Context: an optimization exercise on an open-source flow, tuned for small area, a short achievable clock period and few clock cycles. The choices shown serve that exercise and are no tape-out recipe.
In this exercise RTL edits were held to simulation tests only and were not proved equivalent to the original.

===== flow/constraint.sdc =====
create_clock -name core_clock -period 25.0 [get_ports {clk}]
set_input_delay 5.0000 -clock core_clock [delete_from_list [all_inputs] [get_ports {clk}]]
set_output_delay 5.0000 -clock core_clock [all_outputs]
set_load 0.01 [all_outputs]

===== flow/run.sh =====
#!/bin/bash
# synth_recipe.tcl (not shown) runs the flow's synth.tcl, then flattens the netlist and writes it again
# the make line also repeats each setting of config.mk as NAME=value (left out here)
make -C /OpenROAD-flow-scripts/flow DESIGN_CONFIG=/design/flow/config.mk WORK_HOME=/design/flow/orfs CLKGATE_MAP_FILE= SYNTH_SCRIPT=/design/flow/synth_recipe.tcl finish

===== flow/design.v =====
module hge_fig (
    input  wire        clk,
    input  wire        rst,           
    input  wire        start,
    output wire        ready,
    output wire        done,
    input  wire [15:0] in_c_lo,       
    input  wire [15:0] in_c_mid,      
    input  wire [15:0] in_c_hi,       
    input  wire        in_lo_in,      
    input  wire        in_hi_in,      
    input  wire [23:0] in_anum,       
    input  wire [8:0]  in_d,          
    input  wire [7:0]  in_floor16,    
    input  wire [7:0]  in_k16,        
    input  wire [15:0] in_start,      
    input  wire [13:0] in_bin,        
    input  wire [1:0]  in_bw,         
    input  wire [15:0] in_zero,       
    output reg  [5:0]  out_delta16,   
    output reg  [11:0] out_height,
    output reg  [7:0]  out_quality,
    output reg  [27:0] out_range      
);
    reg [3:0] cyc;                    
    assign ready = (cyc == 4'd0) | (cyc == 4'd8);
    assign done  = (cyc == 4'd8);
    wire go = start & ready;
    always @(posedge clk) begin
        if (rst)                  cyc <= 4'd0;
        else if (go)              cyc <= 4'd1;
        else if (cyc == 4'd8)     cyc <= 4'd0;
        else if (cyc != 4'd0)     cyc <= cyc + 4'd1;
    end
    reg [15:0] c_lo, c_mid, c_hi;
    reg        lo_in, hi_in;
    reg [23:0] anum;
    reg [8:0]  d;
    reg [7:0]  floor16, k16;
    reg [15:0] t_start;
    reg [13:0] bin;
    reg [1:0]  bw;
    reg [15:0] zero;
    always @(posedge clk) if (go) begin
        c_lo <= in_c_lo; c_mid <= in_c_mid; c_hi <= in_c_hi;
        lo_in <= in_lo_in; hi_in <= in_hi_in;
        anum <= in_anum; d <= in_d; floor16 <= in_floor16; k16 <= in_k16;
        t_start <= in_start; bin <= in_bin; bw <= in_bw; zero <= in_zero;
    end
    wire [24:0] dc_lo  = d * c_lo;
    wire [24:0] dc_mid = d * c_mid;
    wire [24:0] dc_hi  = d * c_hi;
    wire signed [25:0] m_lo_w  = lo_in ? $signed({1'b0, dc_lo})  - $signed({2'b0, anum}) : 26'sd0;
    wire signed [25:0] m_mid_w =         $signed({1'b0, dc_mid}) - $signed({2'b0, anum});
    wire signed [25:0] m_hi_w  = hi_in ? $signed({1'b0, dc_hi})  - $signed({2'b0, anum}) : 26'sd0;
    wire [27:0] a16  = {anum, 4'b0};
    wire [16:0] fd   = floor16 * d;
    wire [27:0] mp_w = (a16 > {11'd0, fd}) ? a16 : {11'd0, fd};    
    wire [15:0] kk_w = k16 * k16;
    wire [17:0] bwm  = {3'b0, bin, 1'b1} << bw;                    
    wire signed [29:0] tp0_w = $signed({1'b0, t_start, 10'b0}) + $signed({3'b0, t_start, 8'b0})
                             + $signed({6'b0, bwm, 6'b0}) - $signed({10'b0, zero, 4'b0});
    reg signed [25:0] m_lo, m_mid, m_hi;
    reg [27:0] mp;
    reg [15:0] kk;
    reg signed [29:0] tp0;
    always @(posedge clk) begin
        m_lo <= m_lo_w; m_mid <= m_mid_w; m_hi <= m_hi_w;
        mp <= mp_w; kk <= kk_w; tp0 <= tp0_w;
    end
    wire [23:0] p_lo  = m_lo[25]  ? 24'd0 : m_lo[23:0];
    wire [23:0] p_mid = m_mid[25] ? 24'd0 : m_mid[23:0];
    wire [23:0] p_hi  = m_hi[25]  ? 24'd0 : m_hi[23:0];
    wire [25:0] tot_w = p_lo + p_mid + p_hi;
    wire [26:0] nh_w  = {p_lo, 1'b0} + {p_mid, 1'b0} + {p_hi, 1'b0} + d;
    wire        dneg_w = p_hi < p_lo;
    wire [23:0] adiff_w = dneg_w ? p_lo - p_hi : p_hi - p_lo;
    wire signed [51:0] msq = m_mid * m_mid;
    wire [51:0] t0_w  = {msq[47:0], 4'b0};
    wire [35:0] s_w   = d * mp;
    reg [25:0] tot;
    reg [26:0] nh;
    reg        dneg;
    reg [23:0] adiff;
    reg [51:0] t0;
    reg [35:0] smq;
    always @(posedge clk) begin
        tot <= tot_w; nh <= nh_w; dneg <= dneg_w; adiff <= adiff_w;
        t0 <= t0_w; smq <= s_w;
    end
    reg [51:0] dq;
    always @(posedge clk) dq <= kk * smq;
    reg  [29:0] dn;                   
    reg  [4:0]  dqt;                  
    wire [29:0] dn0   = {adiff, 5'b0} + tot;
    wire [29:0] dn_in = (cyc == 4'd3) ? dn0 : dn;
    wire [2:0]  db0   = (cyc == 4'd3) ? 3'd4 : (cyc == 4'd4) ? 3'd2 : 3'd0;   
    wire [31:0] dx0   = {tot, 1'b0} << db0;
    wire [31:0] dx1   = {tot, 1'b0} << (db0 - 3'd1);
    wire [32:0] ds0   = {3'b0, dn_in} - {1'b0, dx0};
    wire        dt0   = ~ds0[32];
    wire [29:0] dn1   = dt0 ? ds0[29:0] : dn_in;
    wire [32:0] ds1   = {3'b0, dn1} - {1'b0, dx1};
    wire        dt1   = ~ds1[32];
    wire [29:0] dn2   = dt1 ? ds1[29:0] : dn1;
    always @(posedge clk) begin
        dn  <= dn2;
        if (cyc == 4'd3)      dqt <= {dt0, dt1, 3'b0};
        else if (cyc == 4'd4) dqt <= {dqt[4:3], dt0, dt1, 1'b0};
    end
    wire [4:0]  dq5   = {dqt[4:1], dt0};                        
    wire signed [5:0] delta_w = (tot == 26'd0) ? 6'sd0 : dneg ? -$signed({1'b0, dq5}) : $signed({1'b0, dq5});
    wire signed [29:0] dw = $signed({{21{delta_w[5]}}, delta_w, 3'b0}) <<< bw;
    wire signed [29:0] tp_w = tp0 + dw;
    reg  signed [29:0] tp;
    always @(posedge clk) if (cyc == 4'd5) begin
        tp <= tp_w;
        out_delta16 <= delta_w;
    end
    localparam [52:0] RK = 53'd2637002347924385;
    reg  [79:0] rp;
    always @(posedge clk) rp <= (tp[29] ? 80'd0 : {53'd0, tp[26:0]} * {27'd0, RK}) + 80'd1125899906842624;
    always @(posedge clk) if (cyc == 4'd7) out_range <= rp[78:51];
    wire [9:0]  dd2   = {d, 1'b0};
    wire        hsat_w = nh[26:12] >= {5'd0, dd2};
    reg         hsat;
    reg  [9:0]  hr;
    reg  [11:0] hq;
    wire [9:0]  hr_in = (cyc == 4'd3) ? nh[21:12] : hr;
    wire [3:0]  hb0   = (cyc == 4'd3) ? 4'd11 : (cyc == 4'd4) ? 4'd7 : 4'd3;
    wire [10:0] hx0 = {hr_in, nh[hb0]};
    wire [11:0] hs0 = {1'b0, hx0} - {2'b0, dd2};
    wire [9:0]  hr1 = hs0[11] ? hx0[9:0] : hs0[9:0];
    wire [10:0] hx1 = {hr1, nh[hb0 - 4'd1]};
    wire [11:0] hs1 = {1'b0, hx1} - {2'b0, dd2};
    wire [9:0]  hr2 = hs1[11] ? hx1[9:0] : hs1[9:0];
    wire [10:0] hx2 = {hr2, nh[hb0 - 4'd2]};
    wire [11:0] hs2 = {1'b0, hx2} - {2'b0, dd2};
    wire [9:0]  hr3 = hs2[11] ? hx2[9:0] : hs2[9:0];
    wire [10:0] hx3 = {hr3, nh[hb0 - 4'd3]};
    wire [11:0] hs3 = {1'b0, hx3} - {2'b0, dd2};
    wire [9:0]  hr4 = hs3[11] ? hx3[9:0] : hs3[9:0];
    wire [3:0]  hbits = {~hs0[11], ~hs1[11], ~hs2[11], ~hs3[11]};
    always @(posedge clk) begin
        hr <= hr4;
        if (cyc == 4'd3) begin hsat <= hsat_w; hq <= {hbits, 8'd0}; end
        else if (cyc == 4'd4) hq <= {hq[11:8], hbits, 4'd0};
        else if (cyc == 4'd5) out_height <= hsat ? 12'd4095 : {hq[11:4], hbits};
    end
    reg  [60:0] qr;
    reg  [59:0] qy;
    reg  [7:0]  qq;
    reg         qsat;
    wire [60:0] r_in = (cyc == 4'd4) ? {9'd0, t0} : qr;
    wire [59:0] y_in = (cyc == 4'd4) ? 60'd0 : qy;
    wire signed [66:0] rr  = $signed({6'd0, r_in});
    wire signed [66:0] yy  = $signed({7'd0, y_in});
    wire signed [66:0] dd  = $signed({15'd0, dq});
    wire signed [66:0] sa  = (rr <<< 2) - (yy <<< 2) - dd;
    wire signed [66:0] sb0 = (rr <<< 4) - (yy <<< 3) - dd;
    wire signed [66:0] sb1 = (rr <<< 4) - (yy <<< 4) - (yy <<< 3) - (dd <<< 3) - dd;
    wire ta = ~sa[66];
    wire tb = ta ? ~sb1[66] : ~sb0[66];
    wire signed [66:0] rn = ta ? (tb ? sb1 : (sa <<< 2)) : (tb ? sb0 : (rr <<< 4));
    wire [59:0] yn = {y_in[57:0], 2'b0} + ({ta, tb} == 2'd0 ? 60'd0 :
                                           {ta, tb} == 2'd1 ? {8'd0, dq} :
                                           {ta, tb} == 2'd2 ? {7'd0, dq, 1'b0} :
                                                              {8'd0, dq} + {7'd0, dq, 1'b0});
    always @(posedge clk) begin
        qr <= rn[60:0];
        qy <= yn;
        if (cyc == 4'd4) begin qq <= {6'd0, ta, tb}; qsat <= (t0 >= dq); end
        else             qq <= {qq[5:0], ta, tb};
        if (cyc == 4'd7) out_quality <= qsat ? 8'd255 : {qq[5:0], ta, tb};
    end
endmodule

===== flow/config.mk =====
export PLATFORM = sky130hd
export DESIGN_NAME = hge_fig
export DESIGN_NICKNAME = hge_fig
export VERILOG_FILES = /design/flow/design.v
export SDC_FILE = /design/flow/constraint.sdc
export NUM_CORES = 4
export LEC_CHECK = 0
export CAP_MARGIN = 20
export CORE_MARGIN = 2
export CORE_UTILIZATION = 40
export SLEW_MARGIN = 20

==> notes.md <==
[layout make-up]
type                            instances  area, µm²  share of cell area
Antenna cell                            2       5.00           0.0000321
Clock buffer                          125       2830              0.0181
Clock inverter                         69        764             0.00490
Inverter                             2792      10500              0.0672
Multi-Input combinational cell      11900     115000               0.734
Sequential cell                       795      18300               0.117
Tap cell                             4794       6000              0.0384
Timing Repair Buffer                  348       3180              0.0204
[flip-flops by register name, indices dropped and copies added (netlist names), 28 cells and up]
| name | count |
|---|---|
| dn | 29 |
| dq | 52 |
| mp | 28 |
| out_range | 28 |
| qr | 61 |
| qy | 60 |
| rp | 28 |
| smq | 36 |
| t0 | 47 |
[cells in the mapped netlist, drive strengths merged, types with 26 or more instances]
master and number:
a21o 426, or3 57, a22o 48, nand2 1653, nor2 620, xnor2 562, o211ai 54, and2 840
ha 1670, clkbuf 446, nand2b 192, and3 91, inv 2784, mux2 69, o21bai 173, buf 101
edfxtp 234, dfxtp 561, a31o 38, xor2 260, a211oi 89, fa 2289, a31oi 102, nor3 160
o31ai 50, o22ai 26, nor4 33, nand3 162, o21ai 561, o21a 98, nand4 81, a21boi 40
nor2b 148, a21oi 775, or2 53, mux2i 133
[worst reg2reg max path: cells and delay by family (launching register included)]
| kind | cells | cell delay [ns] |
|---|---|---|
| DFF | 1 | 0.40 |
| adders and majority gates | 5 | 1.65 |
| buffers and inverters | 6 | 1.87 |
| and+or+nand+nor | 10 | 2.38 |
| AOI/OAI and AO/OA | 29 | 8.04 |
| xor gates and xnor gates | 2 | 0.43 |
[through the flow]
stage	instances	setup slack [ns]
after floorplan	16100	12.72
after global placement	20700	10.56
after detailed placement	20700	10.61
after CTS	20900	10.48
after global routing	20900	9.45
final	20900	10.08
[worst max path at each step]
stage | start | end | slack, ns | cells after the start
global placement | cyc[0]$_SDFFE_PP0P_ | qy[58]$_DFF_P_ | 10.56 | 52
detailed placement | cyc[0]$_SDFFE_PP0P_ | qy[58]$_DFF_P_ | 10.61 | 52
global route | cyc[0]$_SDFFE_PP0P_ | qy[58]$_DFF_P_ | 9.45 | 52
finish | cyc[0]$_SDFFE_PP0P_ | qy[58]$_DFF_P_ | 10.08 | 52
floorplan | cyc[0]$_SDFFE_PP0P_ | qy[58]$_DFF_P_ | 12.72 | 58
CTS | cyc[0]$_SDFFE_PP0P_ | qy[58]$_DFF_P_ | 10.48 | 52
[logic make-up (layout without fill, tap and decap cells)]
| logic type | after synthesis | count (layout) | synth area share |
|---|---|---|---|
| buf+inv | 3339 | 3334 | 0.0874 |
| mux | 209 | 209 | 0.0156 |
| xor+xnor | 822 | 822 | 0.0496 |
| compound gates | 2755 | 2755 | 0.123 |
| flops | 795 | 795 | 0.126 |
| fa+ha+maj | 3965 | 3965 | 0.459 |
| other cells | 0 | 2 | 0 |
| simple gates | 4179 | 4179 | 0.140 |
[routing by layer]
layer  vias up  GRT usage  share of wire
met4         4     0.0835          0.041
met3       660     0.0261          0.053
met2      3092      0.413           0.47
li1      51700          -              -
met1     55600      0.324           0.43
met5         -          0       0.000050
[cell usage in the layout (no fill, tap or decap), types with 139 or more instances in the layout]
| master | netlist | routed |
|---|---|---|
| edfxtp_1 | 234 | 234 |
| nand2_1 | 1653 | 1653 |
| nor2_1 | 620 | 620 |
| clkdlybuf4s50_1 | 0 | 205 |
| a21oi_1 | 774 | 774 |
| xnor2_1 | 561 | 561 |
| inv_1 | 2781 | 2781 |
| and2_1 | 835 | 831 |
| nand3_1 | 161 | 161 |
| nand2b_1 | 192 | 191 |
| nor3_1 | 156 | 156 |
| nor2b_1 | 148 | 148 |
| o21bai_1 | 172 | 172 |
| ha_1 | 1670 | 1670 |
| a21o_1 | 426 | 426 |
| o21ai_0 | 528 | 527 |
| xor2_1 | 260 | 260 |
| dfxtp_1 | 561 | 550 |
| fa_1 | 2289 | 2289 |
| buf_4 | 17 | 139 |
==> summary.txt <==
Timing
  • Slew @ Worst Pin: 1.25 ns
  • Slew margin rel.: 0.161
  • Min Clock Period, post-route: 14.92 ns
  • RSZ-0062 raised after global routing: no
  • Setup violators final: 0
  • Final Cycle Share: 0.597
  • Clk_skew: 0.132 ns
  • Hold slack: 0.405 ns
  • Final hold violation count: 0
  • Fin Setup TNS: 0 ns
  • Max-slew violations: 0
  • Maximum clock rate: 67.0 MHz

Worst setup path
  • WS Path Type: flip-flop to flip-flop
  • Worst path bufs/invs: 6
  • Slowest cell on crit path: or4_4
  • Reg2reg end: qy[58]$_DFF_P_
  • Crit path max-delay family: compound AO/OA/AOI/OAI gates
  • Cell mode on critical path: a21oi_1
  • Worst Reg-to-Reg Cells: 52
  • Crit-path max FO: 72
  • Arrival @ worst endpoint: 15.59 ns
  • Critical path's largest stage delay: 0.63 ns
  • Worst setup EP type: flip-flop
  • Critical Path RT: 25.67 ns
  • Startpoint Class: flip-flop
  • R2r startpoint: cyc[0]$_SDFFE_PP0P_

Placed design
  • Post-DP HPWL: 362000 µm
  • Port Buffers: 205
  • GP Congestion: 0.999
  • Post-Place Cell Area: 152000 µm²

Clock network
  • CTS tree: built
  • Max clock buf depth: 4
  • Num CTS Buffers: 107
  • H-tree levels: 3
  • CTS resizes: 0
  • CTS clock-pin slew for the worst setup and hold paths: 0.07 ns
  • Post-cts hold buffer count: 0
  • CTS root buf: clkbuf_16
  • Worst skew pair latency: 0.92 ns
  • Sink Count: 795
  • Post-CTS setup buffer count: 0

GRT
  • Gr usage total: 0.244
  • Vias in the first global route: 115000
  • Antenna violations before repair: 12
  • Pin count of the biggest net entering global routing: 148
  • First-pass GRT wire length: 691000 µm
  • Overflow after GRT: 0

Finish
  • Fraction of layout cells with a size suffix above 1: 0.0351
  • Final nets: 20100
  • Fin area: 156000 µm²
  • Layout area overhead: 7.33%
  • Fin util: 0.431
  • Fillers: 35800

Route
  • Routed WL per cell: 21.3 µm
  • DRC Markers: 0
  • Vias: 111000
  • Vias per cell: 5.33
  • DRC violation total after the first TritonRoute iteration: 6966
  • DRT Pass-1 Iters: 5
  • DRT antenna net count: 0
  • WL final: 444000 µm

Synth
  • Dominant synthesized flop cell: dfxtp_1
  • Mapped cell area: 145000 µm²
  • Post-synth EDFFs: 234
  • Synthesis Warnings: 1
  • Seq/Total Area, Yosys: 0.126
  • Syn avg cell area: 9.05 µm²
  • Distinct cells, synth: 118
  • Syn nets: 20200
  • Fraction of registers with async set/reset: 0
  • Synthesized instance count: 16100
  • #FFs+latches synth: 795
  • Top cell type's share of synthesized area: 0.315
  • Ranking of synthesized cells by area: fa_1, ha_1, dfxtp_1
  • Cell taking the most area after synthesis: fa_1

Min path
  • HP Class: flip-flop to flip-flop
  • Worst hold start: rp[74]$_DFF_P_
  • Hold path depth: 0
  • Hold path endpoint: out_range[23]$_DFFE_PN_

Floorplanning
  • Die area: 368000 µm²
  • IO Count: 206
  • Initial Util: 0.402
  • Die H: 607 µm
  • Placeable Area: 362000 µm²
  • Row cnt: 221
  • Die X: 607 µm

Run status
  • Status: complete, no violations

Run
  • Max Cap Viol: 0
Testbench counts, summed over its fixed seeds: cycles 25,600.

-- re-timing with driven ports --
How much do the figures lean on ideal ports? The routed layout below was timed once more, with nothing changed but the port constraints.
Step 1 assumes that a clkbuf_16 drives the clock port and a buf_2 every other input.
Step 2 adds t to the input delays and takes it off the output delays; t is the mean of the earliest and latest rising clock arrival at the registers after step 1. Input paths then give back, and output paths get back, about the clock's delay inside the block.
Three values: ideal, step 1, step 2; two values: the first two.
t, ns: 0.958
slack for setup (ns): 10.082 / 10.082 / 10.082
hold WS [ns]: 0.405 / 0.405 / 0.405
After both steps setup and hold are still met in this run. For this run, drivers alone change the setup slack by 0.000 ns; drivers and shift together by 0.000 ns.
